This is an optimization exercise on Yosys and OpenROAD, whose aim is small area, a short achievable clock period and few clock cycles per item, not a production implementation.
Where RTL was checked, it was by simulation tests only, not by an equivalence proof against the original.
No functional check of the RTL was part of run 1.

==> flow/config.mk <==
export PLATFORM = sky130hd
export DESIGN_NAME = kw_unwrap
export DESIGN_NICKNAME = kw_unwrap
export VERILOG_FILES = /design/flow/design.v
export SDC_FILE = /design/flow/constraint.sdc
export NUM_CORES = 8
export LEC_CHECK = 0
export CAP_MARGIN = 20
export CELL_PAD_IN_SITES_DETAIL_PLACEMENT = 1
export CELL_PAD_IN_SITES_GLOBAL_PLACEMENT = 2
export CORE_MARGIN = 2
export CORE_UTILIZATION = 30
export PLACE_DENSITY = 0.5
export SLEW_MARGIN = 20
export SYNTH_HIERARCHICAL = 1
==> flow/constraint.sdc <==
create_clock -name core_clock -period 12.0 [get_ports {clk}]
set_input_delay 2.4000 -clock core_clock [delete_from_list [all_inputs] [get_ports {clk}]]
set_output_delay 2.4000 -clock core_clock [all_outputs]
set_load 0.01 [all_outputs]
==> flow/design.v <==
module aes_sbox (
    input  wire [7:0] a,
    output wire [7:0] y
);
    wire n1;
    gx2 u1 (.a(a[1]), .b(a[6]), .y(n1));
    wire n2;
    gx2 u2 (.a(a[2]), .b(a[3]), .y(n2));
    wire n3;
    gx2 u3 (.a(a[4]), .b(a[7]), .y(n3));
    wire n4;
    gx2 u4 (.a(a[0]), .b(a[2]), .y(n4));
    wire n5;
    gx2 u5 (.a(n1), .b(n2), .y(n5));
    wire n6;
    gx2 u6 (.a(a[5]), .b(a[7]), .y(n6));
    wire n7;
    gx2 u7 (.a(a[4]), .b(a[5]), .y(n7));
    wire n8;
    gx2 u8 (.a(a[3]), .b(n1), .y(n8));
    wire n9;
    gx2 u9 (.a(a[0]), .b(a[5]), .y(n9));
    wire n10;
    gx2 u10 (.a(a[6]), .b(n3), .y(n10));
    wire n11;
    gx2 u11 (.a(a[1]), .b(n4), .y(n11));
    wire n12;
    gx2 u12 (.a(n2), .b(n10), .y(n12));
    wire n13;
    gx2 u13 (.a(n5), .b(n7), .y(n13));
    wire n14;
    gx2 u14 (.a(a[7]), .b(n1), .y(n14));
    wire n15;
    gx2 u15 (.a(n3), .b(n5), .y(n15));
    wire n16;
    gx2 u16 (.a(a[5]), .b(n8), .y(n16));
    wire n17;
    gx2 u17 (.a(n1), .b(n7), .y(n17));
    wire n18;
    gx2 u18 (.a(a[2]), .b(a[5]), .y(n18));
    wire n19;
    gx2 u19 (.a(n6), .b(n11), .y(n19));
    wire n20;
    gx2 u20 (.a(n9), .b(n12), .y(n20));
    wire n21;
    gx2 u21 (.a(a[4]), .b(n11), .y(n21));
    wire n22;
    gx2 u22 (.a(a[1]), .b(n2), .y(n22));
    wire n23;
    gx2 u23 (.a(a[3]), .b(n9), .y(n23));
    wire n24;
    gx2 u24 (.a(n2), .b(n6), .y(n24));
    wire n25;
    gx2 u25 (.a(n1), .b(n3), .y(n25));
    wire n26;
    gx2 u26 (.a(a[4]), .b(n8), .y(n26));
    wire n27;
    gx2 u27 (.a(a[1]), .b(n6), .y(n27));
    wire n28;
    gx2 u28 (.a(a[7]), .b(n8), .y(n28));
    wire n29;
    gx2 u29 (.a(n4), .b(n14), .y(n29));
    wire n30;
    gx2 u30 (.a(n5), .b(n6), .y(n30));
    wire n31;
    gx2 u31 (.a(n3), .b(n8), .y(n31));
    wire n32;
    gx2 u32 (.a(a[5]), .b(n11), .y(n32));
    wire n33;
    gx2 u33 (.a(a[5]), .b(n3), .y(n33));
    wire n34;
    ga2 u34 (.a(n28), .b(n16), .y(n34));
    wire n35;
    ga2 u35 (.a(n18), .b(n26), .y(n35));
    wire n36;
    ga2 u36 (.a(n30), .b(n7), .y(n36));
    wire n37;
    ga2 u37 (.a(n14), .b(n33), .y(n37));
    wire n38;
    ga2 u38 (.a(n4), .b(n19), .y(n38));
    wire n39;
    ga2 u39 (.a(n29), .b(n21), .y(n39));
    wire n40;
    ga2 u40 (.a(a[3]), .b(n31), .y(n40));
    wire n41;
    ga2 u41 (.a(n9), .b(n20), .y(n41));
    wire n42;
    ga2 u42 (.a(n23), .b(n32), .y(n42));
    wire n43;
    gx2 u43 (.a(n38), .b(n39), .y(n43));
    wire n44;
    gx2 u44 (.a(n37), .b(n38), .y(n44));
    wire n45;
    gx2 u45 (.a(n36), .b(n44), .y(n45));
    wire n46;
    gx2 u46 (.a(n35), .b(n13), .y(n46));
    wire n47;
    gx2 u47 (.a(n41), .b(n42), .y(n47));
    wire n48;
    gx2 u48 (.a(n40), .b(n44), .y(n48));
    wire n49;
    gx2 u49 (.a(n36), .b(n15), .y(n49));
    wire n50;
    gx2 u50 (.a(n34), .b(n49), .y(n50));
    wire n51;
    gx2 u51 (.a(n41), .b(n24), .y(n51));
    wire n52;
    gx2 u52 (.a(n43), .b(n50), .y(n52));
    wire n53;
    gx2 u53 (.a(n48), .b(n51), .y(n53));
    wire n54;
    gx2 u54 (.a(a[1]), .b(n43), .y(n54));
    wire n55;
    gx2 u55 (.a(n47), .b(n54), .y(n55));
    wire n56;
    gx2 u56 (.a(n45), .b(n46), .y(n56));
    reg [3:0] e;
    always @(*) begin
        case ({n55, n53, n52, n56})
            4'd0: e = 4'd0;
            4'd1: e = 4'd1;
            4'd2: e = 4'd3;
            4'd3: e = 4'd2;
            4'd4: e = 4'd15;
            4'd5: e = 4'd12;
            4'd6: e = 4'd9;
            4'd7: e = 4'd11;
            4'd8: e = 4'd10;
            4'd9: e = 4'd6;
            4'd10: e = 4'd8;
            4'd11: e = 4'd7;
            4'd12: e = 4'd5;
            4'd13: e = 4'd14;
            4'd14: e = 4'd13;
            4'd15: e = 4'd4;
            default: e = 4'd0;
        endcase
    end
    wire n57;
    gx2 u57 (.a(e[2]), .b(e[3]), .y(n57));
    wire n58;
    gx2 u58 (.a(e[0]), .b(e[1]), .y(n58));
    wire n59;
    gx2 u59 (.a(n57), .b(n58), .y(n59));
    wire n60;
    gx2 u60 (.a(e[1]), .b(e[3]), .y(n60));
    wire n61;
    gx2 u61 (.a(e[0]), .b(e[2]), .y(n61));
    wire n62;
    ga2 u62 (.a(n6), .b(e[3]), .y(n62));
    wire n63;
    ga2 u63 (.a(n13), .b(e[2]), .y(n63));
    wire n64;
    ga2 u64 (.a(n15), .b(n57), .y(n64));
    wire n65;
    ga2 u65 (.a(n17), .b(e[1]), .y(n65));
    wire n66;
    ga2 u66 (.a(n27), .b(e[0]), .y(n66));
    wire n67;
    ga2 u67 (.a(n10), .b(n58), .y(n67));
    wire n68;
    ga2 u68 (.a(n25), .b(n60), .y(n68));
    wire n69;
    ga2 u69 (.a(n12), .b(n61), .y(n69));
    wire n70;
    ga2 u70 (.a(n22), .b(n59), .y(n70));
    wire n71;
    ga2 u71 (.a(n16), .b(e[3]), .y(n71));
    wire n72;
    ga2 u72 (.a(n26), .b(e[2]), .y(n72));
    wire n73;
    ga2 u73 (.a(n7), .b(n57), .y(n73));
    wire n74;
    ga2 u74 (.a(n33), .b(e[1]), .y(n74));
    wire n75;
    ga2 u75 (.a(n19), .b(e[0]), .y(n75));
    wire n76;
    ga2 u76 (.a(n21), .b(n58), .y(n76));
    wire n77;
    ga2 u77 (.a(n31), .b(n60), .y(n77));
    wire n78;
    ga2 u78 (.a(n20), .b(n61), .y(n78));
    wire n79;
    ga2 u79 (.a(n32), .b(n59), .y(n79));
    wire n80;
    gx2 u80 (.a(n63), .b(n67), .y(n80));
    wire n81;
    gx2 u81 (.a(n62), .b(n80), .y(n81));
    wire n82;
    gx2 u82 (.a(n77), .b(n78), .y(n82));
    wire n83;
    gx2 u83 (.a(n65), .b(n81), .y(n83));
    wire n84;
    gx2 u84 (.a(n72), .b(n73), .y(n84));
    wire n85;
    gx2 u85 (.a(n74), .b(n76), .y(n85));
    wire n86;
    gx2 u86 (.a(n64), .b(n68), .y(n86));
    wire n87;
    gx2 u87 (.a(n82), .b(n84), .y(n87));
    wire n88;
    gx2 u88 (.a(n71), .b(n72), .y(n88));
    wire n89;
    gx2 u89 (.a(n75), .b(n82), .y(n89));
    wire n90;
    gx2 u90 (.a(n79), .b(n85), .y(n90));
    wire n91;
    gx2 u91 (.a(n85), .b(n88), .y(n91));
    wire n92;
    gx2 u92 (.a(n66), .b(n81), .y(n92));
    wire n93;
    gx2 u93 (.a(n69), .b(n86), .y(n93));
    wire n94;
    gx2 u94 (.a(n74), .b(n89), .y(n94));
    wire n95;
    gx2 u95 (.a(n80), .b(n86), .y(n95));
    wire n96;
    gx2 u96 (.a(n66), .b(n95), .y(n96));
    wire n111;
    gxn2 u97 (.a(n83), .b(n87), .y(n111));
    wire n98;
    gx2 u98 (.a(n77), .b(n90), .y(n98));
    wire n99;
    gx2 u99 (.a(n76), .b(n89), .y(n99));
    wire n114;
    gxn2 u100 (.a(n70), .b(n96), .y(n114));
    wire n113;
    gxn2 u101 (.a(n83), .b(n98), .y(n113));
    wire n102;
    gx2 u102 (.a(n68), .b(n69), .y(n102));
    wire n103;
    gx2 u103 (.a(n63), .b(n93), .y(n103));
    wire n104;
    gx2 u104 (.a(n78), .b(n84), .y(n104));
    wire n105;
    gx2 u105 (.a(n94), .b(n103), .y(n105));
    wire n112;
    gxn2 u106 (.a(n88), .b(n99), .y(n112));
    wire n107;
    gx2 u107 (.a(n87), .b(n102), .y(n107));
    wire n108;
    gx2 u108 (.a(n90), .b(n104), .y(n108));
    wire n109;
    gx2 u109 (.a(n83), .b(n108), .y(n109));
    wire n110;
    gx2 u110 (.a(n92), .b(n107), .y(n110));
    assign y[0] = n111;
    assign y[1] = n112;
    assign y[2] = n91;
    assign y[3] = n110;
    assign y[4] = n109;
    assign y[5] = n113;
    assign y[6] = n114;
    assign y[7] = n105;
endmodule
module aes_inv_sbox (
    input  wire [7:0] a,
    output wire [7:0] y
);
    wire n1;
    gx2 u1 (.a(a[1]), .b(a[2]), .y(n1));
    wire n2;
    gx2 u2 (.a(a[0]), .b(a[5]), .y(n2));
    wire n3;
    gx2 u3 (.a(a[4]), .b(a[6]), .y(n3));
    wire n4;
    gx2 u4 (.a(a[7]), .b(n1), .y(n4));
    wire n5;
    gx2 u5 (.a(a[0]), .b(a[3]), .y(n5));
    wire n6;
    gx2 u6 (.a(a[4]), .b(a[5]), .y(n6));
    wire n7;
    gx2 u7 (.a(a[6]), .b(n5), .y(n7));
    wire n8;
    gx2 u8 (.a(a[3]), .b(n6), .y(n8));
    wire n9;
    gx2 u9 (.a(a[0]), .b(a[4]), .y(n9));
    wire n10;
    gx2 u10 (.a(n2), .b(n3), .y(n10));
    wire n11;
    gx2 u11 (.a(n1), .b(n2), .y(n11));
    wire n12;
    gx2 u12 (.a(a[5]), .b(a[6]), .y(n12));
    wire n13;
    gx2 u13 (.a(a[0]), .b(a[7]), .y(n13));
    wire n14;
    gx2 u14 (.a(a[4]), .b(n2), .y(n14));
    wire n15;
    gx2 u15 (.a(a[6]), .b(n4), .y(n15));
    wire n16;
    gx2 u16 (.a(a[2]), .b(a[7]), .y(n16));
    wire n17;
    gx2 u17 (.a(n4), .b(n10), .y(n17));
    wire n18;
    gx2 u18 (.a(n1), .b(n9), .y(n18));
    wire n19;
    gx2 u19 (.a(a[1]), .b(n8), .y(n19));
    wire n39;
    gxn2 u20 (.a(a[1]), .b(n2), .y(n39));
    wire n21;
    gx2 u21 (.a(n1), .b(n5), .y(n21));
    wire n44;
    gxn2 u22 (.a(n4), .b(n14), .y(n44));
    wire n23;
    gx2 u23 (.a(n12), .b(n16), .y(n23));
    wire n24;
    gx2 u24 (.a(a[1]), .b(n3), .y(n24));
    wire n37;
    gxn2 u25 (.a(a[2]), .b(n6), .y(n37));
    wire n26;
    gx2 u26 (.a(a[3]), .b(n3), .y(n26));
    wire n27;
    gx2 u27 (.a(a[1]), .b(n13), .y(n27));
    wire n28;
    gx2 u28 (.a(n4), .b(n8), .y(n28));
    wire n29;
    gx2 u29 (.a(a[1]), .b(n9), .y(n29));
    wire n30;
    gx2 u30 (.a(a[3]), .b(n12), .y(n30));
    wire n31;
    gx2 u31 (.a(n4), .b(n26), .y(n31));
    wire n32;
    gx2 u32 (.a(a[6]), .b(n11), .y(n32));
    wire n43;
    gxn2 u33 (.a(n4), .b(n7), .y(n43));
    wire n34;
    gx2 u34 (.a(n3), .b(n13), .y(n34));
    wire n35 = ~n1;
    wire n36 = ~n9;
    wire n38 = ~n11;
    wire n40 = ~a[1];
    wire n41 = ~n10;
    wire n42 = ~n5;
    wire n45 = ~a[6];
    wire n46 = ~n10;
    wire n47 = ~n8;
    wire n48;
    ga2 u35 (.a(n18), .b(n34), .y(n48));
    wire n49;
    ga2 u36 (.a(n35), .b(n21), .y(n49));
    wire n50;
    ga2 u37 (.a(n36), .b(n31), .y(n50));
    wire n51;
    ga2 u38 (.a(n37), .b(n27), .y(n51));
    wire n52;
    ga2 u39 (.a(n38), .b(n32), .y(n52));
    wire n53;
    ga2 u40 (.a(n29), .b(n23), .y(n53));
    wire n54;
    ga2 u41 (.a(n39), .b(n24), .y(n54));
    wire n55;
    ga2 u42 (.a(n2), .b(n30), .y(n55));
    wire n56;
    ga2 u43 (.a(n40), .b(n19), .y(n56));
    wire n57;
    gx2 u44 (.a(n52), .b(n53), .y(n57));
    wire n58;
    gx2 u45 (.a(n51), .b(n52), .y(n58));
    wire n59;
    gx2 u46 (.a(n49), .b(n28), .y(n59));
    wire n60;
    gx2 u47 (.a(n54), .b(n55), .y(n60));
    wire n61;
    gx2 u48 (.a(n55), .b(n7), .y(n61));
    wire n62;
    gx2 u49 (.a(n41), .b(n60), .y(n62));
    wire n63;
    gx2 u50 (.a(n48), .b(n59), .y(n63));
    wire n64;
    gx2 u51 (.a(n57), .b(n63), .y(n64));
    wire n65;
    gx2 u52 (.a(n56), .b(n61), .y(n65));
    wire n66;
    gx2 u53 (.a(n58), .b(n62), .y(n66));
    wire n67;
    gx2 u54 (.a(n57), .b(n65), .y(n67));
    wire n68;
    gx2 u55 (.a(n48), .b(n14), .y(n68));
    wire n69;
    gx2 u56 (.a(n50), .b(n68), .y(n69));
    wire n70;
    gx2 u57 (.a(n58), .b(n69), .y(n70));
    reg [3:0] e;
    always @(*) begin
        case ({n67, n66, n64, n70})
            4'd0: e = 4'd0;
            4'd1: e = 4'd1;
            4'd2: e = 4'd3;
            4'd3: e = 4'd2;
            4'd4: e = 4'd10;
            4'd5: e = 4'd8;
            4'd6: e = 4'd14;
            4'd7: e = 4'd13;
            4'd8: e = 4'd5;
            4'd9: e = 4'd11;
            4'd10: e = 4'd4;
            4'd11: e = 4'd9;
            4'd12: e = 4'd15;
            4'd13: e = 4'd7;
            4'd14: e = 4'd6;
            4'd15: e = 4'd12;
            default: e = 4'd0;
        endcase
    end
    wire n71;
    gx2 u58 (.a(e[2]), .b(e[3]), .y(n71));
    wire n72;
    gx2 u59 (.a(e[0]), .b(e[1]), .y(n72));
    wire n73;
    gx2 u60 (.a(n71), .b(n72), .y(n73));
    wire n74;
    gx2 u61 (.a(e[1]), .b(e[3]), .y(n74));
    wire n75;
    gx2 u62 (.a(e[0]), .b(e[2]), .y(n75));
    wire n76;
    ga2 u63 (.a(n15), .b(e[3]), .y(n76));
    wire n77;
    ga2 u64 (.a(n42), .b(e[2]), .y(n77));
    wire n78;
    ga2 u65 (.a(n43), .b(n71), .y(n78));
    wire n79;
    ga2 u66 (.a(n44), .b(e[1]), .y(n79));
    wire n80;
    ga2 u67 (.a(n45), .b(e[0]), .y(n80));
    wire n81;
    ga2 u68 (.a(n17), .b(n72), .y(n81));
    wire n82;
    ga2 u69 (.a(n46), .b(n74), .y(n82));
    wire n83;
    ga2 u70 (.a(n7), .b(n75), .y(n83));
    wire n84;
    ga2 u71 (.a(n47), .b(n73), .y(n84));
    wire n85;
    ga2 u72 (.a(n34), .b(e[3]), .y(n85));
    wire n86;
    ga2 u73 (.a(n21), .b(e[2]), .y(n86));
    wire n87;
    ga2 u74 (.a(n31), .b(n71), .y(n87));
    wire n88;
    ga2 u75 (.a(n27), .b(e[1]), .y(n88));
    wire n89;
    ga2 u76 (.a(n32), .b(e[0]), .y(n89));
    wire n90;
    ga2 u77 (.a(n23), .b(n72), .y(n90));
    wire n91;
    ga2 u78 (.a(n24), .b(n74), .y(n91));
    wire n92;
    ga2 u79 (.a(n30), .b(n75), .y(n92));
    wire n93;
    ga2 u80 (.a(n19), .b(n73), .y(n93));
    wire n94;
    gx2 u81 (.a(n76), .b(n86), .y(n94));
    wire n95;
    gx2 u82 (.a(n77), .b(n94), .y(n95));
    wire n96;
    gx2 u83 (.a(n80), .b(n95), .y(n96));
    wire n97;
    gx2 u84 (.a(n85), .b(n93), .y(n97));
    wire n98;
    gx2 u85 (.a(n88), .b(n91), .y(n98));
    wire n99;
    gx2 u86 (.a(n81), .b(n96), .y(n99));
    wire n100;
    gx2 u87 (.a(n84), .b(n90), .y(n100));
    wire n101;
    gx2 u88 (.a(n92), .b(n97), .y(n101));
    wire n102;
    gx2 u89 (.a(n82), .b(n98), .y(n102));
    wire n103;
    gx2 u90 (.a(n100), .b(n102), .y(n103));
    wire n104;
    gx2 u91 (.a(n89), .b(n98), .y(n104));
    wire n105;
    gx2 u92 (.a(n97), .b(n104), .y(n105));
    wire n106;
    gx2 u93 (.a(n79), .b(n85), .y(n106));
    wire n107;
    gx2 u94 (.a(n77), .b(n93), .y(n107));
    wire n108;
    gx2 u95 (.a(n88), .b(n90), .y(n108));
    wire n109;
    gx2 u96 (.a(n78), .b(n107), .y(n109));
    wire n110;
    gx2 u97 (.a(n76), .b(n83), .y(n110));
    wire n111;
    gx2 u98 (.a(n103), .b(n109), .y(n111));
    wire n112;
    gx2 u99 (.a(n92), .b(n106), .y(n112));
    wire n113;
    gx2 u100 (.a(n99), .b(n105), .y(n113));
    wire n114;
    gx2 u101 (.a(n99), .b(n101), .y(n114));
    wire n115;
    gx2 u102 (.a(n83), .b(n84), .y(n115));
    wire n116;
    gx2 u103 (.a(n82), .b(n110), .y(n116));
    wire n117;
    gx2 u104 (.a(n95), .b(n115), .y(n117));
    wire n118;
    gx2 u105 (.a(n78), .b(n116), .y(n118));
    wire n119;
    gx2 u106 (.a(n96), .b(n112), .y(n119));
    wire n120;
    gx2 u107 (.a(n103), .b(n119), .y(n120));
    wire n121;
    gx2 u108 (.a(n86), .b(n105), .y(n121));
    wire n122;
    gx2 u109 (.a(n87), .b(n108), .y(n122));
    wire n123;
    gx2 u110 (.a(n99), .b(n122), .y(n123));
    wire n124;
    gx2 u111 (.a(n101), .b(n117), .y(n124));
    assign y[0] = n123;
    assign y[1] = n118;
    assign y[2] = n113;
    assign y[3] = n121;
    assign y[4] = n120;
    assign y[5] = n114;
    assign y[6] = n111;
    assign y[7] = n124;
endmodule
module aes_inv_mixcol (
    input  wire [31:0] a,
    output wire [31:0] y
);
    wire x0;
    gx2 u_x0 (.a(a[5]), .b(a[21]), .y(x0));
    wire x1;
    gx2 u_x1 (.a(a[13]), .b(a[29]), .y(x1));
    wire x2;
    gx2 u_x2 (.a(a[6]), .b(a[22]), .y(x2));
    wire x3;
    gx2 u_x3 (.a(a[14]), .b(a[30]), .y(x3));
    wire x4;
    gx2 u_x4 (.a(x0), .b(x1), .y(x4));
    wire x5;
    gx2 u_x5 (.a(a[7]), .b(x2), .y(x5));
    wire x6;
    gx2 u_x6 (.a(a[23]), .b(x3), .y(x6));
    wire x7;
    gx2 u_x7 (.a(a[3]), .b(a[31]), .y(x7));
    wire x8;
    gx2 u_x8 (.a(a[15]), .b(a[19]), .y(x8));
    wire x9;
    gx2 u_x9 (.a(a[25]), .b(x4), .y(x9));
    wire x10;
    gx2 u_x10 (.a(a[1]), .b(a[17]), .y(x10));
    wire x11;
    gx2 u_x11 (.a(a[8]), .b(a[24]), .y(x11));
    wire x12;
    gx2 u_x12 (.a(a[9]), .b(x9), .y(x12));
    wire x13;
    gx2 u_x13 (.a(a[12]), .b(a[28]), .y(x13));
    wire x14;
    gx2 u_x14 (.a(a[4]), .b(a[20]), .y(x14));
    wire x15;
    gx2 u_x15 (.a(a[0]), .b(a[16]), .y(x15));
    wire x16;
    gx2 u_x16 (.a(a[10]), .b(a[26]), .y(x16));
    wire x17;
    gx2 u_x17 (.a(a[2]), .b(a[18]), .y(x17));
    wire x18;
    gx2 u_x18 (.a(a[11]), .b(a[27]), .y(x18));
    wire x19;
    gx2 u_x19 (.a(x7), .b(x8), .y(x19));
    wire x20;
    gx2 u_x20 (.a(x6), .b(x17), .y(x20));
    wire x21;
    gx2 u_x21 (.a(a[7]), .b(x14), .y(x21));
    wire x22;
    gx2 u_x22 (.a(x2), .b(x16), .y(x22));
    wire x23;
    gx2 u_x23 (.a(a[23]), .b(x13), .y(x23));
    wire x24;
    gx2 u_x24 (.a(x5), .b(x18), .y(x24));
    wire x25;
    gx2 u_x25 (.a(a[7]), .b(x3), .y(x25));
    wire x26;
    gx2 u_x26 (.a(x3), .b(x22), .y(x26));
    wire x27;
    gx2 u_x27 (.a(x4), .b(x11), .y(x27));
    wire x28;
    gx2 u_x28 (.a(a[15]), .b(a[31]), .y(x28));
    wire x29;
    gx2 u_x29 (.a(a[30]), .b(x23), .y(x29));
    wire x30;
    gx2 u_x30 (.a(x8), .b(x10), .y(x30));
    wire x31;
    gx2 u_x31 (.a(a[2]), .b(x15), .y(x31));
    wire x32;
    gx2 u_x32 (.a(a[5]), .b(x19), .y(x32));
    wire x33;
    gx2 u_x33 (.a(a[21]), .b(x19), .y(x33));
    wire x34;
    gx2 u_x34 (.a(a[22]), .b(x21), .y(x34));
    wire x35;
    gx2 u_x35 (.a(x7), .b(x10), .y(x35));
    wire x36;
    gx2 u_x36 (.a(a[18]), .b(x15), .y(x36));
    wire x37;
    gx2 u_x37 (.a(a[23]), .b(x2), .y(x37));
    wire x38;
    gx2 u_x38 (.a(x26), .b(x28), .y(x38));
    wire x39;
    gx2 u_x39 (.a(x1), .b(x17), .y(x39));
    wire x40;
    gx2 u_x40 (.a(x5), .b(x20), .y(x40));
    wire x41;
    gx2 u_x41 (.a(a[13]), .b(x24), .y(x41));
    wire x42;
    gx2 u_x42 (.a(x27), .b(x37), .y(x42));
    wire x43;
    gx2 u_x43 (.a(a[15]), .b(a[24]), .y(x43));
    wire x44;
    gx2 u_x44 (.a(x6), .b(x18), .y(x44));
    wire x45;
    gx2 u_x45 (.a(x0), .b(x28), .y(x45));
    wire x46;
    gx2 u_x46 (.a(a[26]), .b(x11), .y(x46));
    wire x47;
    gx2 u_x47 (.a(a[6]), .b(x21), .y(x47));
    wire x48;
    gx2 u_x48 (.a(x0), .b(x16), .y(x48));
    wire x49;
    gx2 u_x49 (.a(a[0]), .b(a[31]), .y(x49));
    wire x50;
    gx2 u_x50 (.a(x4), .b(x15), .y(x50));
    wire x51;
    gx2 u_x51 (.a(x26), .b(x39), .y(x51));
    wire x52;
    gx2 u_x52 (.a(a[14]), .b(x23), .y(x52));
    wire x53;
    gx2 u_x53 (.a(a[29]), .b(x24), .y(x53));
    wire x54;
    gx2 u_x54 (.a(a[10]), .b(x11), .y(x54));
    wire x55;
    gx2 u_x55 (.a(a[31]), .b(x1), .y(x55));
    wire x56;
    gx2 u_x56 (.a(a[3]), .b(a[11]), .y(x56));
    wire x57;
    gx2 u_x57 (.a(a[13]), .b(x33), .y(x57));
    wire x58;
    gx2 u_x58 (.a(x6), .b(x31), .y(x58));
    wire x59;
    gx2 u_x59 (.a(x6), .b(x50), .y(x59));
    wire x60;
    gx2 u_x60 (.a(x14), .b(x30), .y(x60));
    wire x61;
    gx2 u_x61 (.a(x1), .b(x34), .y(x61));
    wire x62;
    gx2 u_x62 (.a(a[15]), .b(x29), .y(x62));
    wire x63;
    gx2 u_x63 (.a(a[31]), .b(x5), .y(x63));
    wire x64;
    gx2 u_x64 (.a(a[14]), .b(x45), .y(x64));
    wire x65;
    gx2 u_x65 (.a(a[17]), .b(x31), .y(x65));
    wire x66;
    gx2 u_x66 (.a(a[4]), .b(a[12]), .y(x66));
    wire x67;
    gx2 u_x67 (.a(a[11]), .b(x16), .y(x67));
    wire x68;
    gx2 u_x68 (.a(a[19]), .b(a[27]), .y(x68));
    wire x69;
    gx2 u_x69 (.a(x43), .b(x50), .y(x69));
    wire x70;
    gx2 u_x70 (.a(a[8]), .b(a[31]), .y(x70));
    wire x71;
    gx2 u_x71 (.a(a[16]), .b(x37), .y(x71));
    wire x72;
    gx2 u_x72 (.a(a[10]), .b(x24), .y(x72));
    wire x73;
    gx2 u_x73 (.a(a[1]), .b(a[8]), .y(x73));
    wire x74;
    gx2 u_x74 (.a(x61), .b(x62), .y(x74));
    wire x75;
    gx2 u_x75 (.a(x32), .b(x34), .y(x75));
    wire x76;
    gx2 u_x76 (.a(a[6]), .b(x45), .y(x76));
    wire x77;
    gx2 u_x77 (.a(x5), .b(x10), .y(x77));
    wire x78;
    gx2 u_x78 (.a(x14), .b(x29), .y(x78));
    wire x79;
    gx2 u_x79 (.a(x25), .b(x46), .y(x79));
    wire x80;
    gx2 u_x80 (.a(x18), .b(x31), .y(x80));
    wire x81;
    gx2 u_x81 (.a(a[17]), .b(x6), .y(x81));
    wire x82;
    gx2 u_x82 (.a(a[16]), .b(x27), .y(x82));
    wire x83;
    gx2 u_x83 (.a(x35), .b(x67), .y(x83));
    wire x84;
    gx2 u_x84 (.a(x13), .b(x64), .y(x84));
    wire x85;
    gx2 u_x85 (.a(x8), .b(x56), .y(x85));
    wire x86;
    gx2 u_x86 (.a(x25), .b(x69), .y(x86));
    wire x87;
    gx2 u_x87 (.a(x10), .b(x71), .y(x87));
    wire x88;
    gx2 u_x88 (.a(a[4]), .b(a[28]), .y(x88));
    wire x89;
    gx2 u_x89 (.a(x44), .b(x47), .y(x89));
    wire x90;
    gx2 u_x90 (.a(a[4]), .b(x13), .y(x90));
    wire x91;
    gx2 u_x91 (.a(x59), .b(x70), .y(x91));
    wire x92;
    gx2 u_x92 (.a(x48), .b(x66), .y(x92));
    wire x93;
    gx2 u_x93 (.a(a[1]), .b(x36), .y(x93));
    wire x94;
    gx2 u_x94 (.a(x35), .b(x36), .y(x94));
    wire x95;
    gx2 u_x95 (.a(x9), .b(x77), .y(x95));
    wire x96;
    gx2 u_x96 (.a(a[8]), .b(x49), .y(x96));
    wire x97;
    gx2 u_x97 (.a(a[15]), .b(x73), .y(x97));
    wire x98;
    gx2 u_x98 (.a(x52), .b(x55), .y(x98));
    wire x99;
    gx2 u_x99 (.a(x25), .b(x90), .y(x99));
    wire x100;
    gx2 u_x100 (.a(a[28]), .b(x14), .y(x100));
    wire x101;
    gx2 u_x101 (.a(a[17]), .b(x54), .y(x101));
    wire x102;
    gx2 u_x102 (.a(x36), .b(x85), .y(x102));
    wire x103;
    gx2 u_x103 (.a(x76), .b(x78), .y(x103));
    wire x104;
    gx2 u_x104 (.a(a[1]), .b(a[9]), .y(x104));
    wire x105;
    gx2 u_x105 (.a(x27), .b(x94), .y(x105));
    wire x106;
    gx2 u_x106 (.a(x33), .b(x88), .y(x106));
    wire x107;
    gx2 u_x107 (.a(a[16]), .b(x97), .y(x107));
    wire x108;
    gx2 u_x108 (.a(a[23]), .b(a[27]), .y(x108));
    wire x109;
    gx2 u_x109 (.a(x29), .b(x32), .y(x109));
    wire x110;
    gx2 u_x110 (.a(x46), .b(x104), .y(x110));
    wire x111;
    gx2 u_x111 (.a(a[12]), .b(x108), .y(x111));
    wire x112;
    gx2 u_x112 (.a(x5), .b(x100), .y(x112));
    wire x113;
    gx2 u_x113 (.a(x25), .b(x107), .y(x113));
    wire x114;
    gx2 u_x114 (.a(x20), .b(x92), .y(x114));
    wire x115;
    gx2 u_x115 (.a(a[0]), .b(a[15]), .y(x115));
    wire x116;
    gx2 u_x116 (.a(a[9]), .b(x65), .y(x116));
    wire x117;
    gx2 u_x117 (.a(a[29]), .b(x44), .y(x117));
    wire x118;
    gx2 u_x118 (.a(a[26]), .b(x30), .y(x118));
    wire x119;
    gx2 u_x119 (.a(a[25]), .b(x93), .y(x119));
    wire x120;
    gx2 u_x120 (.a(x40), .b(x110), .y(x120));
    wire x121;
    gx2 u_x121 (.a(x33), .b(x52), .y(x121));
    wire x122;
    gx2 u_x122 (.a(a[9]), .b(x4), .y(x122));
    wire x123;
    gx2 u_x123 (.a(a[20]), .b(a[28]), .y(x123));
    wire x124;
    gx2 u_x124 (.a(a[11]), .b(x17), .y(x124));
    wire x125;
    gx2 u_x125 (.a(x72), .b(x105), .y(x125));
    wire x126;
    gx2 u_x126 (.a(x53), .b(x114), .y(x126));
    wire x127;
    gx2 u_x127 (.a(x42), .b(x115), .y(x127));
    wire x128;
    gx2 u_x128 (.a(x41), .b(x109), .y(x128));
    wire x129;
    gx2 u_x129 (.a(x47), .b(x98), .y(x129));
    wire x130;
    gx2 u_x130 (.a(x79), .b(x102), .y(x130));
    wire x131;
    gx2 u_x131 (.a(a[24]), .b(x49), .y(x131));
    wire x132;
    gx2 u_x132 (.a(x57), .b(x89), .y(x132));
    wire x133;
    gx2 u_x133 (.a(a[20]), .b(a[27]), .y(x133));
    wire x134;
    gx2 u_x134 (.a(x81), .b(x131), .y(x134));
    wire x135;
    gx2 u_x135 (.a(x22), .b(x111), .y(x135));
    wire x136;
    gx2 u_x136 (.a(x12), .b(x130), .y(x136));
    wire x137;
    gx2 u_x137 (.a(a[12]), .b(a[20]), .y(x137));
    wire x138;
    gx2 u_x138 (.a(x53), .b(x121), .y(x138));
    wire x139;
    gx2 u_x139 (.a(x34), .b(x84), .y(x139));
    wire x140;
    gx2 u_x140 (.a(x63), .b(x82), .y(x140));
    wire x141;
    gx2 u_x141 (.a(x38), .b(x119), .y(x141));
    wire x142;
    gx2 u_x142 (.a(x75), .b(x117), .y(x142));
    wire x143;
    gx2 u_x143 (.a(x32), .b(x137), .y(x143));
    wire x144;
    gx2 u_x144 (.a(x83), .b(x112), .y(x144));
    wire x145;
    gx2 u_x145 (.a(x60), .b(x135), .y(x145));
    wire x146;
    gx2 u_x146 (.a(x38), .b(x116), .y(x146));
    wire x147;
    gx2 u_x147 (.a(x12), .b(x144), .y(x147));
    wire x148;
    gx2 u_x148 (.a(x30), .b(x124), .y(x148));
    wire x149;
    gx2 u_x149 (.a(x12), .b(x134), .y(x149));
    wire x150;
    gx2 u_x150 (.a(x51), .b(x143), .y(x150));
    wire x151;
    gx2 u_x151 (.a(x99), .b(x148), .y(x151));
    wire x152;
    gx2 u_x152 (.a(x51), .b(x106), .y(x152));
    wire x153;
    gx2 u_x153 (.a(x43), .b(x122), .y(x153));
    wire x154;
    gx2 u_x154 (.a(x12), .b(x151), .y(x154));
    wire x155;
    gx2 u_x155 (.a(a[25]), .b(x101), .y(x155));
    wire x156;
    gx2 u_x156 (.a(x7), .b(x68), .y(x156));
    wire x157;
    gx2 u_x157 (.a(x80), .b(x118), .y(x157));
    wire x158;
    gx2 u_x158 (.a(x13), .b(x133), .y(x158));
    wire x159;
    gx2 u_x159 (.a(x12), .b(x145), .y(x159));
    wire x160;
    gx2 u_x160 (.a(x54), .b(x156), .y(x160));
    wire x161;
    gx2 u_x161 (.a(x58), .b(x160), .y(x161));
    wire x162;
    gx2 u_x162 (.a(x48), .b(x123), .y(x162));
    wire x163;
    gx2 u_x163 (.a(x95), .b(x96), .y(x163));
    wire x164;
    gx2 u_x164 (.a(x87), .b(x153), .y(x164));
    wire x165;
    gx2 u_x165 (.a(x20), .b(x162), .y(x165));
    wire x166;
    gx2 u_x166 (.a(x12), .b(x113), .y(x166));
    wire x167;
    gx2 u_x167 (.a(x40), .b(x155), .y(x167));
    wire x168;
    gx2 u_x168 (.a(x41), .b(x165), .y(x168));
    wire x169;
    gx2 u_x169 (.a(x12), .b(x161), .y(x169));
    wire x170;
    gx2 u_x170 (.a(x35), .b(x158), .y(x170));
    wire x171;
    gx2 u_x171 (.a(x42), .b(x157), .y(x171));
    wire x172;
    gx2 u_x172 (.a(x20), .b(x170), .y(x172));
    wire x173;
    gx2 u_x173 (.a(x12), .b(x172), .y(x173));
    assign y[0] = x140;
    assign y[1] = x149;
    assign y[2] = x141;
    assign y[3] = x171;
    assign y[4] = x173;
    assign y[5] = x152;
    assign y[6] = x142;
    assign y[7] = x103;
    assign y[8] = x86;
    assign y[9] = x163;
    assign y[10] = x120;
    assign y[11] = x169;
    assign y[12] = x147;
    assign y[13] = x126;
    assign y[14] = x128;
    assign y[15] = x129;
    assign y[16] = x127;
    assign y[17] = x166;
    assign y[18] = x146;
    assign y[19] = x125;
    assign y[20] = x154;
    assign y[21] = x150;
    assign y[22] = x132;
    assign y[23] = x139;
    assign y[24] = x91;
    assign y[25] = x164;
    assign y[26] = x167;
    assign y[27] = x136;
    assign y[28] = x159;
    assign y[29] = x168;
    assign y[30] = x138;
    assign y[31] = x74;
endmodule
module gx2 (input wire a, input wire b, output wire y);
    assign y = a ^ b;
endmodule
module gxn2 (input wire a, input wire b, output wire y);
    assign y = ~(a ^ b);
endmodule
module ga2 (input wire a, input wire b, output wire y);
    assign y = a & b;
endmodule
module kw_unwrap (
    input  wire         clk,
    input  wire         rst,
    input  wire         req_valid,
    output wire         req_ready,
    input  wire         req_kek,
    input  wire         req_long,
    input  wire [319:0] req_data,
    output wire         resp_valid,
    input  wire         resp_ready,
    output wire [255:0] resp_key,
    output wire         resp_ok
);
    localparam [63:0] IV = 64'hA6A6_A6A6_A6A6_A6A6;
    reg          s_idle, s_kexp, s_kdone, s_round, s_clr, s_resp;
    reg          bnd;        
    reg  [3:0]   rnd;        
    reg  [5:0]   kidx;       
    reg  [4:0]   t;          
    reg  [2:0]   idx;        
    reg          long_key;   
    reg          ok;
    reg          k_rot;      
    reg          k_id;       
    reg  [7:0]   k_rcon;     
    reg  [255:0] kwin;       
    reg  [255:0] klast;      
    reg  [127:0] st;         
    reg  [63:0]  r1, r2, r3, r4;
    wire [127:0] rk14 = klast[127:0];
    function [7:0] rcon_of(input [2:0] i);
        case (i)
            3'd1:    rcon_of = 8'h01;
            3'd2:    rcon_of = 8'h02;
            3'd3:    rcon_of = 8'h04;
            3'd4:    rcon_of = 8'h08;
            3'd5:    rcon_of = 8'h10;
            3'd6:    rcon_of = 8'h20;
            3'd7:    rcon_of = 8'h40;
            default: rcon_of = 8'h00;
        endcase
    endfunction
    wire [31:0] kw0 = kwin[255:224], kw1 = kwin[223:192], kw2 = kwin[191:160], kw3 = kwin[159:128];
    wire [31:0] kw4 = kwin[127:96],  kw5 = kwin[95:64],   kw6 = kwin[63:32],   kw7 = kwin[31:0];
    wire [31:0] k_in   = s_kexp ? kw7 : kw3;
    wire [31:0] sub_in = k_rot ? {k_in[23:0], k_in[31:24]} : k_in;
    wire [31:0] sub_out;
    genvar g;
    generate
        for (g = 0; g < 4; g = g + 1) begin : g_ksbox
            aes_sbox u_sbox (.a(sub_in[8*g +: 8]), .y(sub_out[8*g +: 8]));
        end
    endgenerate
    wire [31:0] k_g     = k_id ? k_in : (sub_out ^ {k_rcon, 24'h0});
    wire [31:0] k_new   = (s_kexp ? kw0 : kw4) ^ k_g;
    wire [255:0] kfwd_next = {kwin[223:0], k_new};
    wire [255:0] kbwd_next = {k_new, kw5 ^ kw4, kw6 ^ kw5, kw7 ^ kw6, kwin[255:128]};
    wire [127:0] isb;
    wire [127:0] ark;
    wire [127:0] imc;
    generate
        for (g = 0; g < 16; g = g + 1) begin : g_round
            localparam integer ROW = g % 4;
            localparam integer COL = g / 4;
            localparam integer SRC = ROW + 4 * ((COL + 4 - ROW) % 4);
            aes_inv_sbox u_isbox (.a(st[127-8*SRC -: 8]), .y(isb[127-8*g -: 8]));
        end
        for (g = 0; g < 4; g = g + 1) begin : g_imc
            aes_inv_mixcol u_imc (.a(ark[127-32*g -: 32]), .y(imc[127-32*g -: 32]));
        end
    endgenerate
    assign ark = isb ^ kwin[255:128];
    wire       last_step = (t == 5'd1);
    wire [2:0] idx_next  = (idx == 3'd1) ? (long_key ? 3'd4 : 3'd2) : idx - 3'd1;
    reg  [63:0] r_next;
    always @(*) begin
        case (idx_next)
            3'd1:    r_next = r1;
            3'd2:    r_next = r2;
            3'd3:    r_next = r3;
            default: r_next = r4;
        endcase
    end
    wire [4:0]   t_next    = t - 5'd1;
    wire [127:0] blk_next  = {ark[127:64] ^ {59'd0, t_next}, r_next} ^ rk14;
    wire         kek_go    = s_idle && req_valid && req_kek;
    wire         start     = s_idle && req_valid && !req_kek;
    wire [63:0]  c_n       = req_long ? req_data[63:0] : req_data[191:128];
    wire [4:0]   t_first   = req_long ? 5'd24 : 5'd12;
    wire [127:0] blk_first = {req_data[319:256] ^ {59'd0, t_first}, c_n} ^ rk14;
    always @(posedge clk) begin
        if (s_round)
            st <= bnd ? blk_next : imc;
        else
            st <= blk_first;
        if (kek_go)
            kwin <= req_data[255:0];
        else if (s_kexp)
            kwin <= kfwd_next;
        else if (s_round && !bnd)
            kwin <= kbwd_next;
        else
            kwin <= klast;
        if (s_kdone)
            klast <= kwin;
    end
    wire [5:0] kidx_n = kidx + 6'd1;
    wire [3:0] rnd_n  = rnd - 4'd1;
    always @(posedge clk) begin
        if (kek_go) begin
            k_rot  <= 1'b1;
            k_id   <= 1'b0;
            k_rcon <= 8'h01;
        end else if (s_kexp) begin
            k_rot  <= (kidx_n[2:0] == 3'd0);
            k_id   <= (kidx_n[1:0] != 2'd0);
            k_rcon <= (kidx_n[2:0] == 3'd0) ? rcon_of(kidx_n[5:3]) : 8'h00;
        end else begin
            k_rot  <= s_round && !bnd ? rnd_n[0] : 1'b1;
            k_id   <= 1'b0;
            k_rcon <= !(s_round && !bnd) ? 8'h40 : rnd_n[0] ? rcon_of(rnd_n[3:1] + 3'd1) : 8'h00;
        end
    end
    always @(posedge clk) begin
        if (rst) begin
            s_idle  <= 1'b1;
            s_kexp  <= 1'b0;
            s_kdone <= 1'b0;
            s_round <= 1'b0;
            s_clr   <= 1'b0;
            s_resp  <= 1'b0;
        end else begin
            if (s_idle && req_valid) begin
                s_idle <= 1'b0;
                if (req_kek) begin
                    kidx   <= 6'd8;
                    s_kexp <= 1'b1;
                end else begin
                    r1       <= req_data[255:192];
                    r2       <= req_data[191:128];
                    r3       <= req_long ? req_data[127:64] : 64'd0;
                    r4       <= req_long ? req_data[63:0] : 64'd0;
                    long_key <= req_long;
                    idx      <= req_long ? 3'd4 : 3'd2;
                    t        <= t_first;
                    rnd      <= 4'd13;
                    bnd      <= 1'b0;
                    s_round  <= 1'b1;
                end
            end
            if (s_kexp) begin
                kidx <= kidx_n;
                if (kidx == 6'd59) begin
                    s_kexp  <= 1'b0;
                    s_kdone <= 1'b1;
                end
            end
            if (s_kdone) begin
                s_kdone <= 1'b0;
                s_idle  <= 1'b1;
            end
            if (s_round) begin
                if (!bnd) begin
                    rnd <= rnd_n;
                    bnd <= (rnd == 4'd1);
                end else begin
                    case (idx)
                        3'd1:    r1 <= ark[63:0];
                        3'd2:    r2 <= ark[63:0];
                        3'd3:    r3 <= ark[63:0];
                        default: r4 <= ark[63:0];
                    endcase
                    t   <= t_next;
                    idx <= idx_next;
                    rnd <= 4'd13;
                    bnd <= 1'b0;
                    ok  <= (ark[127:64] == IV);
                    if (last_step) begin
                        s_round <= 1'b0;
                        s_clr   <= 1'b1;
                    end
                end
            end
            if (s_clr) begin
                if (!ok) begin
                    r1 <= 64'd0;
                    r2 <= 64'd0;
                    r3 <= 64'd0;
                    r4 <= 64'd0;
                end
                s_clr  <= 1'b0;
                s_resp <= 1'b1;
            end
            if (s_resp && resp_ready) begin
                s_resp <= 1'b0;
                s_idle <= 1'b1;
            end
        end
    end
    assign req_ready  = s_idle;
    assign resp_valid = s_resp;
    assign resp_ok    = ok;
    assign resp_key   = {r1, r2, r3, r4};
endmodule
==> flow/run.sh <==
#!/bin/bash
# synth_recipe.tcl (not shown) runs the flow's synth.tcl, then flattens the netlist and writes it again
# the make line also repeats each setting of config.mk as NAME=value (left out here)
make -C /OpenROAD-flow-scripts/flow DESIGN_CONFIG=/design/flow/config.mk WORK_HOME=/design/flow/orfs CLKGATE_MAP_FILE= SYNTH_SCRIPT=/design/flow/synth_recipe.tcl finish
==> results of run 1 <==
## path summary, 6_finish.rpt
kind,cells after the start,start,to
hold reg to reg,0,kwin[26],klast[26]
setup / recovery,26,st[49],st[17]
hold / removal,0,kwin[26],klast[26]
setup reg to reg,26,st[49],st[17]
## cells by family after synthesis
kind of cell	synth area share [%]
mux	4.02
xor+xnor	31.8
flops	30.3
compound gates	12.2
fa+ha+maj	1.06
buf+inv	6.30
simple gates	14.3
## sequential cells by signal, indices dropped and copies added, names as in the netlist, 3 cells and up
signal and cells:
r2 64, kidx 6, r3 64, r4 64
k_rcon 7, t 5, idx 3, klast 256
kwin 256, rnd 4, st 128, r1 64
## placed cells by master (no fill, tap or decap), types with 23 or more instances in the layout
master / n
mux2i_1: 189
nand2b_1: 35
clkdlybuf4s50_1: 583
nor2_1: 709
buf_4: 197
a211oi_1: 99
clkbuf_1: 30
xnor2_1: 314
dfxtp_1: 395
clkinv_2: 28
o21ai_0: 225
mux4_2: 56
ha_1: 67
a31oi_1: 52
o22ai_1: 30
a32oi_1: 36
edfxtp_1: 533
clkbuf_16: 137
a22o_1: 34
a211o_1: 66
clkbuf_8: 23
a311oi_1: 256
a21oi_1: 613
nor4_1: 50
nand2_1: 941
a221oi_2: 30
xor2_1: 2546
nand3_1: 134
inv_1: 274
and2_1: 544
## Yosys stat by module, one instance, submodules excluded
module / area (um2) / copies in the design / flops+latches / cells inside
aes_inv_mixcol: 240 / 4 / 0 / 32
aes_inv_sbox: 201 / 16 / 0 / 31
aes_sbox: 238 / 4 / 0 / 28
ga2: 6.26 / 540 / 0 / 1
gx2: 8.76 / 2292 / 0 / 1
gxn2: 8.76 / 80 / 0 / 1
kw_unwrap: 49900 / 1 / 932 / 5449
## area by class of cell
class	count	area (um2)	share of cell area [%]
multi-input cells	7154	50400	54.8
clock inverters	57	639	0.696
clock buffers	190	3860	4.20
inverters	276	1040	1.14
flip-flops and latches	932	24000	26.1
repair buffers	790	7510	8.17
diodes	17	42.5	0.0463
well taps	3515	4400	4.79
## layer usage
layer / global-route usage, % / up-vias / part of all wire, % / routed length (um)
met5: 0 / - / 0.046 / 216
met4: 14.9 / 32 / 4.9 / 22900
met3: 4.77 / 547 / 5.4 / 25500
met2: 54.6 / 2512 / 46 / 215000
met1: 45.1 / 35800 / 44 / 207000
li1: - / 30600 / - / -
## metrics by stage
| stage | instance area [um2] | instances |
|---|---|---|
| CTS | 91800 | 12900 |
| floorplan | 79200 | 9097 |
| finish | 91900 | 12900 |
| global route | 91900 | 12900 |
| detailed placement | 87300 | 12700 |
| global placement | 87300 | 12700 |
==> key figures, run 1 <==
Run status
  – Run status: finished clean

STA
  – Final TNS setup: 0 ns
  – Slew @ Worst Pin: 1.26 ns
  – RSZ-0062 raised after global routing: no
  – Final worst slack: 2.45 ns
  – Period utilisation layout: 79.6%
  – Final Hold Viols: 0
  – Post-route minimum period: 9.55 ns
  – Fmax: 105 MHz
  – Clock skew: 0.0471 ns
  – Final Slew Violations: 0
  – Worst slew margin: 15.5%
  – Final Setup Violations: 0
  – Hold Slack: 0.438 ns

GRT
  – GR Overflow Total: 0
  – Total track usage: 34.0%
  – First-pass GRT wire length: 632000 um
  – Initial antenna violation count: 59
  – Largest net degree at the start of global routing: 157
  – Vias in the first global route: 70600

Clock network
  – Clock latency on the worst-skew pair: 0.84 ns
  – H-tree levels: 4
  – Post_cts resized: 0
  – Clock sink total: 932
  – Post-CTS Setup Bufs: 0
  – Clock buffer count from CTS: 133
  – Post-CTS Hold Buffers: 0
  – Clock Tree Buf Depth: 3
  – CTS tree: built
  – CTS Root Cell: clkbuf_16
  – Clock-pin slew on the worst setup and hold paths: 0.06 ns

Placed design
  – Placer Congestion: 0.943
  – Pre-CTS worst setup slack: 2.51 ns
  – Port Buffer Count: 584
  – HPWL Detailed: 377000 um

Drt
  – Avg WL per Cell: 36.3 um
  – DR iter-0 viols: 6341
  – DRC viols: 0
  – DR vias: 69500
  – Post-route ant nets: 0
  – First-pass DRT Iterations: 5
  – Avg Vias per Cell: 5.37
  – Total wire length: 470000 um

Finish
  – Final #Nets: 9680
  – P&R area growth vs syn: 16.1%
  – Fillers: 30300
  – Fraction of layout cells with a size suffix above 1: 5.89%
  – Util after Layout: 35.0%

Synth
  – Mapped Area: 79200 um2
  – Seq/Total Area, Yosys: 30.3%
  – Ys async rst share: 0%
  – Synthesized instance count: 9097
  – Cell with the most instances after synthesis: xor2_1
  – Yosys warnings: 9
  – Synth top cells by count: xor2_1, nand2_1, nor2_1
  – Netlist cell types: 56
  – Flops & latches, synth: 932
  – Syn avg cell area: 8.70 um2
  – Area contributors post-synth: xor2_1, edfxtp_1, dfxtp_1
  – Top cell type by total area after synthesis: xor2_1
  – Syn nets: 9490
  – Top FF cell, synth: edfxtp_1
  – EDFF count, synth: 533
  – Area share of the largest cell type after synthesis: 28.3%

Worst setup path
  – CP Capture Type: register
  – Slowest CP cell: xor2_1
  – CP delay by family, top: XOR/XNOR gates
  – Register-to-Register Setup Slack: 2.45 ns
  – CP Launch Type: register
  – Slowest stage delay, CP: 0.78 ns
  – Critical Path Fanout Max: 7
  – Crit path top cell by count: xor2_1
  – Worst setup path class: register to register
  – Critical path required time: 12.69 ns
  – Worst Path Buf+Inv: 3
  – Critical Path AT: 10.24 ns

Floorplanning
  – Core Area: 262000 um2
  – Cell Rows: 188
  – Die area: 268000 um2
  – Die X-Extent: 518 um
  – I/O Pins: 585
  – Initial Util: 30.2%
  – Vert. Die Dim: 518 um

Run
  – Max-cap viol count: 0

Min path
  – HP Class: register to register
==> run 2: changes to the inputs <==
--- a/flow/design.v
+++ b/flow/design.v
@@ -932,7 +932,6 @@
     reg  [3:0]   rnd;        
     reg  [5:0]   kidx;       
     reg  [4:0]   t;          
-    reg  [2:0]   idx;        
     reg          long_key;   
     reg          ok;
     reg          k_rot;      
@@ -941,7 +940,7 @@
     reg  [255:0] kwin;       
     reg  [255:0] klast;      
     reg  [127:0] st;         
-    reg  [63:0]  r1, r2, r3, r4;
+    reg  [63:0]  q1, q2, q3, q4;
     wire [127:0] rk14 = klast[127:0];
     function [7:0] rcon_of(input [2:0] i);
         case (i)
@@ -985,29 +984,19 @@
         end
     endgenerate
     assign ark = isb ^ kwin[255:128];
-    wire       last_step = (t == 5'd1);
-    wire [2:0] idx_next  = (idx == 3'd1) ? (long_key ? 3'd4 : 3'd2) : idx - 3'd1;
-    reg  [63:0] r_next;
-    always @(*) begin
-        case (idx_next)
-            3'd1:    r_next = r1;
-            3'd2:    r_next = r2;
-            3'd3:    r_next = r3;
-            default: r_next = r4;
-        endcase
-    end
+    wire         last_step = (t == 5'd1);
     wire [4:0]   t_next    = t - 5'd1;
-    wire [127:0] blk_next  = {ark[127:64] ^ {59'd0, t_next}, r_next} ^ rk14;
+    wire [63:0]  head      = long_key ? q1 : q3;
     wire         kek_go    = s_idle && req_valid && req_kek;
-    wire         start     = s_idle && req_valid && !req_kek;
     wire [63:0]  c_n       = req_long ? req_data[63:0] : req_data[191:128];
     wire [4:0]   t_first   = req_long ? 5'd24 : 5'd12;
-    wire [127:0] blk_first = {req_data[319:256] ^ {59'd0, t_first}, c_n} ^ rk14;
+    wire [127:0] blk_raw   = s_round ? {ark[127:64] ^ {59'd0, t_next}, head}
+                                     : {req_data[319:256] ^ {59'd0, t_first}, c_n};
     always @(posedge clk) begin
-        if (s_round)
-            st <= bnd ? blk_next : imc;
+        if (s_round && !bnd)
+            st <= imc;
         else
-            st <= blk_first;
+            st <= blk_raw ^ rk14;
         if (kek_go)
             kwin <= req_data[255:0];
         else if (s_kexp)
@@ -1051,12 +1040,10 @@
                     kidx   <= 6'd8;
                     s_kexp <= 1'b1;
                 end else begin
-                    r1       <= req_data[255:192];
-                    r2       <= req_data[191:128];
-                    r3       <= req_long ? req_data[127:64] : 64'd0;
-                    r4       <= req_long ? req_data[63:0] : 64'd0;
+                    q1       <= req_long ? req_data[127:64] : 64'd0;
+                    q2       <= req_long ? req_data[191:128] : 64'd0;
+                    q3       <= req_data[255:192];
                     long_key <= req_long;
-                    idx      <= req_long ? 3'd4 : 3'd2;
                     t        <= t_first;
                     rnd      <= 4'd13;
                     bnd      <= 1'b0;
@@ -1079,14 +1066,16 @@
                     rnd <= rnd_n;
                     bnd <= (rnd == 4'd1);
                 end else begin
-                    case (idx)
-                        3'd1:    r1 <= ark[63:0];
-                        3'd2:    r2 <= ark[63:0];
-                        3'd3:    r3 <= ark[63:0];
-                        default: r4 <= ark[63:0];
-                    endcase
+                    if (last_step) begin
+                        q4 <= ark[63:0];
+                    end else begin
+                        q3 <= ark[63:0];
+                        if (long_key) begin
+                            q1 <= q2;
+                            q2 <= q3;
+                        end
+                    end
                     t   <= t_next;
-                    idx <= idx_next;
                     rnd <= 4'd13;
                     bnd <= 1'b0;
                     ok  <= (ark[127:64] == IV);
@@ -1098,10 +1087,10 @@
             end
             if (s_clr) begin
                 if (!ok) begin
-                    r1 <= 64'd0;
-                    r2 <= 64'd0;
-                    r3 <= 64'd0;
-                    r4 <= 64'd0;
+                    q1 <= 64'd0;
+                    q2 <= 64'd0;
+                    q3 <= 64'd0;
+                    q4 <= 64'd0;
                 end
                 s_clr  <= 1'b0;
                 s_resp <= 1'b1;
@@ -1115,5 +1104,5 @@
     assign req_ready  = s_idle;
     assign resp_valid = s_resp;
     assign resp_ok    = ok;
-    assign resp_key   = {r1, r2, r3, r4};
+    assign resp_key   = {q4, q3, q2, q1};
 endmodule
--- a/flow/config.mk
+++ b/flow/config.mk
@@ -5,11 +5,12 @@
 export SDC_FILE = /design/flow/constraint.sdc
 export NUM_CORES = 8
 export LEC_CHECK = 0
-export CAP_MARGIN = 20
+export CAP_MARGIN = 40
 export CELL_PAD_IN_SITES_DETAIL_PLACEMENT = 1
 export CELL_PAD_IN_SITES_GLOBAL_PLACEMENT = 2
 export CORE_MARGIN = 2
 export CORE_UTILIZATION = 30
 export PLACE_DENSITY = 0.5
-export SLEW_MARGIN = 20
+export SETUP_SLACK_MARGIN = 5
+export SLEW_MARGIN = 40
 export SYNTH_HIERARCHICAL = 1
==> run 2 against run 1 <==
Critical path depth did not move. Clock skew rose by 0.0061 ns. Global-route usage fell by 3.1 points. Setup slack improved by 2.6 ns. Cell area rose by 12%. Cell count fell by 3.8%. Non-clock buffer count rose by 309. Register-to-register slack improved by 2.6 ns. Critical path type unchanged. Largest cell class unchanged.
==> key figures, run 2 <==
Clock network
  – CTS Root Cell: clkbuf_16
  – Clock-pin slew on the worst setup and hold paths: 0.07 ns (about the same)
  – Clock latency on the worst-skew pair: 0.82 ns (-0.02 ns)
  – H-tree levels: 4 (unchanged)
  – CTS tree: built
  – Clock Tree Buf Depth: 3 (unchanged)
  – Clock buffer count from CTS: 131 (-1.5%)
  – Clock sink total: 929 (-0.32%)

Placed design
  – Port Buffer Count: 584 (unchanged)
  – Placer Congestion: 0.920 (-2.4%)
  – Placed cell area: 85900 um2 (-1.7%)
  – HPWL Detailed: 327000 um (-13%)

Drt
  – Avg Vias per Cell: 5.12 (-4.8%)
  – First-pass DRT Iterations: 7 (+2)
  – Avg WL per Cell: 33.9 um (-6.8%)
  – Total wire length: 421000 um (-10%)
  – DR iter-0 viols: 5205 (-18%)
  – DRC viols: 0 (unchanged)
  – Post-route ant nets: 0 (unchanged)
  – DR vias: 63600 (-8.4%)

Floorplanning
  – I/O Pins: 585 (unchanged)
  – Die X-Extent: 513 um (-0.87%)
  – Cell Rows: 186 (-1.1%)
  – Vert. Die Dim: 513 um (-0.87%)
  – Initial Util: 30.2% (+0.037 points)
  – Core Area: 257000 um2 (-1.9%)
  – Die area: 263000 um2 (-1.7%)

Synth
  – Area contributors post-synth: xor2_1, edfxtp_1, dfxtp_1
  – Area share of the largest cell type after synthesis: 28.8% (+0.45 points)
  – Syn nets: 8721 (-8.1%)
  – Syn avg cell area: 9.32 um2 (+7.2%)
  – Top FF cell, synth: edfxtp_1
  – Synth top cells by count: xor2_1, nand2_1, and2_1
  – Synthesized instance count: 8341 (-8.3%)
  – Mapped Area: 77800 um2 (-1.7%)
  – Top cell type by total area after synthesis: xor2_1
  – Cell with the most instances after synthesis: xor2_1
  – Ys async rst share: 0% (unchanged)
  – Flops & latches, synth: 929 (-0.32%)
  – Netlist cell types: 54 (-3.6%)
  – Yosys warnings: 9 (unchanged)
  – Seq/Total Area, Yosys: 30.7% (+0.42 points)
  – EDFF count, synth: 530 (-0.56%)

Finish
  – Fraction of layout cells with a size suffix above 1: 21.7% (+16 points)
  – Largest regs: klast x256, kwin x256, st x128
  – Fillers: 28100 (-7.4%)
  – Most common cell after layout, fill and taps aside: xor2_1
  – Post-route cell area: 103000 um2 (+12%)
  – P&R area growth vs syn: 32.0%
  – Most frequent cells in the layout: xor2_1, nand2_1, clkdlybuf4s50_1
  – Util after Layout: 39.9% (+4.8 points)
  – Final #Nets: 9303 (-3.9%)

STA
  – Fmax: 144 MHz (+38%)
  – Final TNS setup: 0 ns (unchanged)
  – RSZ-0062 raised after global routing: yes
  – Clock skew: 0.0532 ns (+0.00607 ns)
  – Post-route minimum period: 6.93 ns (-2.61 ns)
  – Final Setup Violations: 0 (unchanged)
  – Hold Slack: 0.487 ns (+0.0488 ns)
  – Slew @ Worst Pin: 1.01 ns (-0.257 ns)
  – Final Slew Violations: 0 (unchanged)
  – Period utilisation layout: 57.8% (-22 points)
  – Final Hold Viols: 0 (unchanged)
  – Worst slew margin: 32.8% (+17 points)

GRT
  – Total track usage: 30.9% (-3.1 points)
  – Largest net degree at the start of global routing: 148 (-5.7%)
  – Initial antenna violation count: 51 (-14%)
  – GR Overflow Total: 0 (unchanged)
  – Vias in the first global route: 65400 (-7.3%)
  – First-pass GRT wire length: 566000 um (-10%)

Min path
  – Hold_sp: kwin[157]
  – HP Class: register to register

Run status
  – Run status: finished clean

Worst setup path
  – Critical Path Fanout Max: 5 (-2)
  – Critical path required time: 12.69 ns (about the same)
  – CP Capture Type: register
  – Crit path from: st[74]
  – Critical Path AT: 7.63 ns (-2.61 ns)
  – Worst setup path class: register to register
  – CP Launch Type: register
  – Worst r2r src: st[74]

Run
  – Max-cap viol count: 0 (unchanged)
==> run 2: cell types whose count changed after synthesis, sizes merged, moves of 75 or more <==
| cell | delta |
|---|---|
| a211oi | -98 |
| a21oi | -495 |
| a31oi | +92 |
| buf | +75 |
| clkbuf | -160 |
| mux2 | +119 |
| mux2i | +288 |
| nand2 | -315 |
| nor2 | -189 |
| o211ai | +109 |
==> run 2: repair_timing <==
item,CTS,global route
endpoints found under the setup margin,195,179
gates cloned,1,1
endpoints found under the hold margin,0,0
buffers inserted,108,222
pin swaps,132,232
hold buffers,0,0
resized for setup,776,557
==> run 2: final cells by class <==
| type | count | area, um2 | share of cell area, % |
|---|---|---|---|
| Inverter | 272 | 1050 | 1.02 |
| Antenna cell | 20 | 50.0 | 0.0487 |
| Tap cell | 3384 | 4230 | 4.12 |
| Clock buffer | 177 | 3630 | 3.54 |
| Clock inverter | 64 | 827 | 0.805 |
| Sequential cell | 929 | 24200 | 23.5 |
| Multi-Input combinational cell | 6490 | 58300 | 56.8 |
| Timing Repair Buffer | 1099 | 10400 | 10.2 |
==> run 2: kinds of logic after synthesis <==
logic type	after synthesis	share of synthesized area, %
AO/OA/AOI/OAI	802	7.06
flip-flops	929	30.7
adder cells (fa/ha/maj)	54	0.869
XOR/XNOR	2929	33.0
buffers and inverters	922	6.29
AND/OR/NAND/NOR	2051	12.5
multiplexers	654	9.53
==> run 2: worst paths after layout <==
path,endpoint,slack [ns],cells after the start
worst min-delay path,klast[157],0.49,0
worst max-delay path,st[23],5.07,26
worst min register to register,klast[157],0.49,0
worst max register to register,st[23],5.07,26
==> run 2: Yosys stat by module, one instance, submodules excluded <==
| module | copies in the design | flops+latches |
|---|---|---|
| aes_inv_mixcol | 4 | 0 |
| gxn2 | 80 | 0 |
| kw_unwrap | 1 | 929 |
| ga2 | 540 | 0 |
| aes_sbox | 4 | 0 |
| aes_inv_sbox | 16 | 0 |
| gx2 | 2292 | 0 |
==> run 2: stage by stage <==
| step | worst slack (ns) | instances |
|---|---|---|
| 3_3_place_gp | 2.29 | 11800 |
| 6_report | 5.07 | 12400 |
| 4_1_cts | 4.92 | 12200 |
| 3_5_place_dp | 2.32 | 11800 |
| 2_1_floorplan | 5.02 | 8341 |
| 5_1_grt | 4.86 | 12400 |
==> run 2: routing by layer <==
| metal | global-route usage (%) | part of all wire (%) | vias up |
|---|---|---|---|
| li1 | - | - | 28200 |
| met1 | 44.2 | 46 | 33200 |
| met2 | 48.1 | 45 | 1761 |
| met3 | 4.80 | 5.7 | 383 |
| met4 | 7.91 | 3.1 | 24 |
| met5 | 0 | 0.038 | - |
==> run 2: worst max-delay path, stage by stage, from the launching register on <==
cell     delay, ns
dfxtp_4       0.43
xor2_4        0.29
buf_12        0.15
xor2_4        0.19
xor2_1        0.19
xor2_1        0.20
xor2_1        0.25
xor2_2        0.28
ha_1          0.18
inv_1         0.05
mux4_2        0.51
xor2_2        0.21
xor2_1        0.22
and2_4        0.23
xor2_4        0.32
xor2_4        0.26
buf_4         0.18
xor2_4        0.24
xor2_1        0.20
buf_6         0.21
xor2_4        0.23
xor2_2        0.22
xor2_1        0.22
xor2_1        0.35
xor2_2        0.48
mux2i_2       0.17
mux2i_4       0.32
Testbench counts of run 2, summed over its fixed seeds: cycles 65,376, items 256.

[static timing again, ports no longer ideal]
How much do the figures lean on ideal ports? The routed layouts below were timed once more, with nothing changed but the port constraints.
Step 1 sets driving cells, clkbuf_16 on the clock port and buf_2 on the other inputs (assumed; they add their load-dependent delay and slew).
Step 2 adds t to the input delays and takes it off the output delays; t is the mean of the earliest and latest rising clock arrival at the registers after step 1. Input paths then give back, and output paths get back, about the clock's delay inside the block.
Three values: ideal, step 1, step 2; two values: the first two.
run | shift t [ns] | setup slack, ns | clock arrival spread, ns | worst register clock-pin slew, ns | cell pins on the clock port's net
run 1 | 0.921 | 2.454 / 2.454 / 2.454 | 0.050 / 0.049 | 0.07 / 0.07 | 1
run 2 | 0.903 | 5.067 / 5.067 / 5.067 | 0.054 / 0.053 | 0.07 / 0.07 | 1
After both steps every run listed still meets setup and hold.
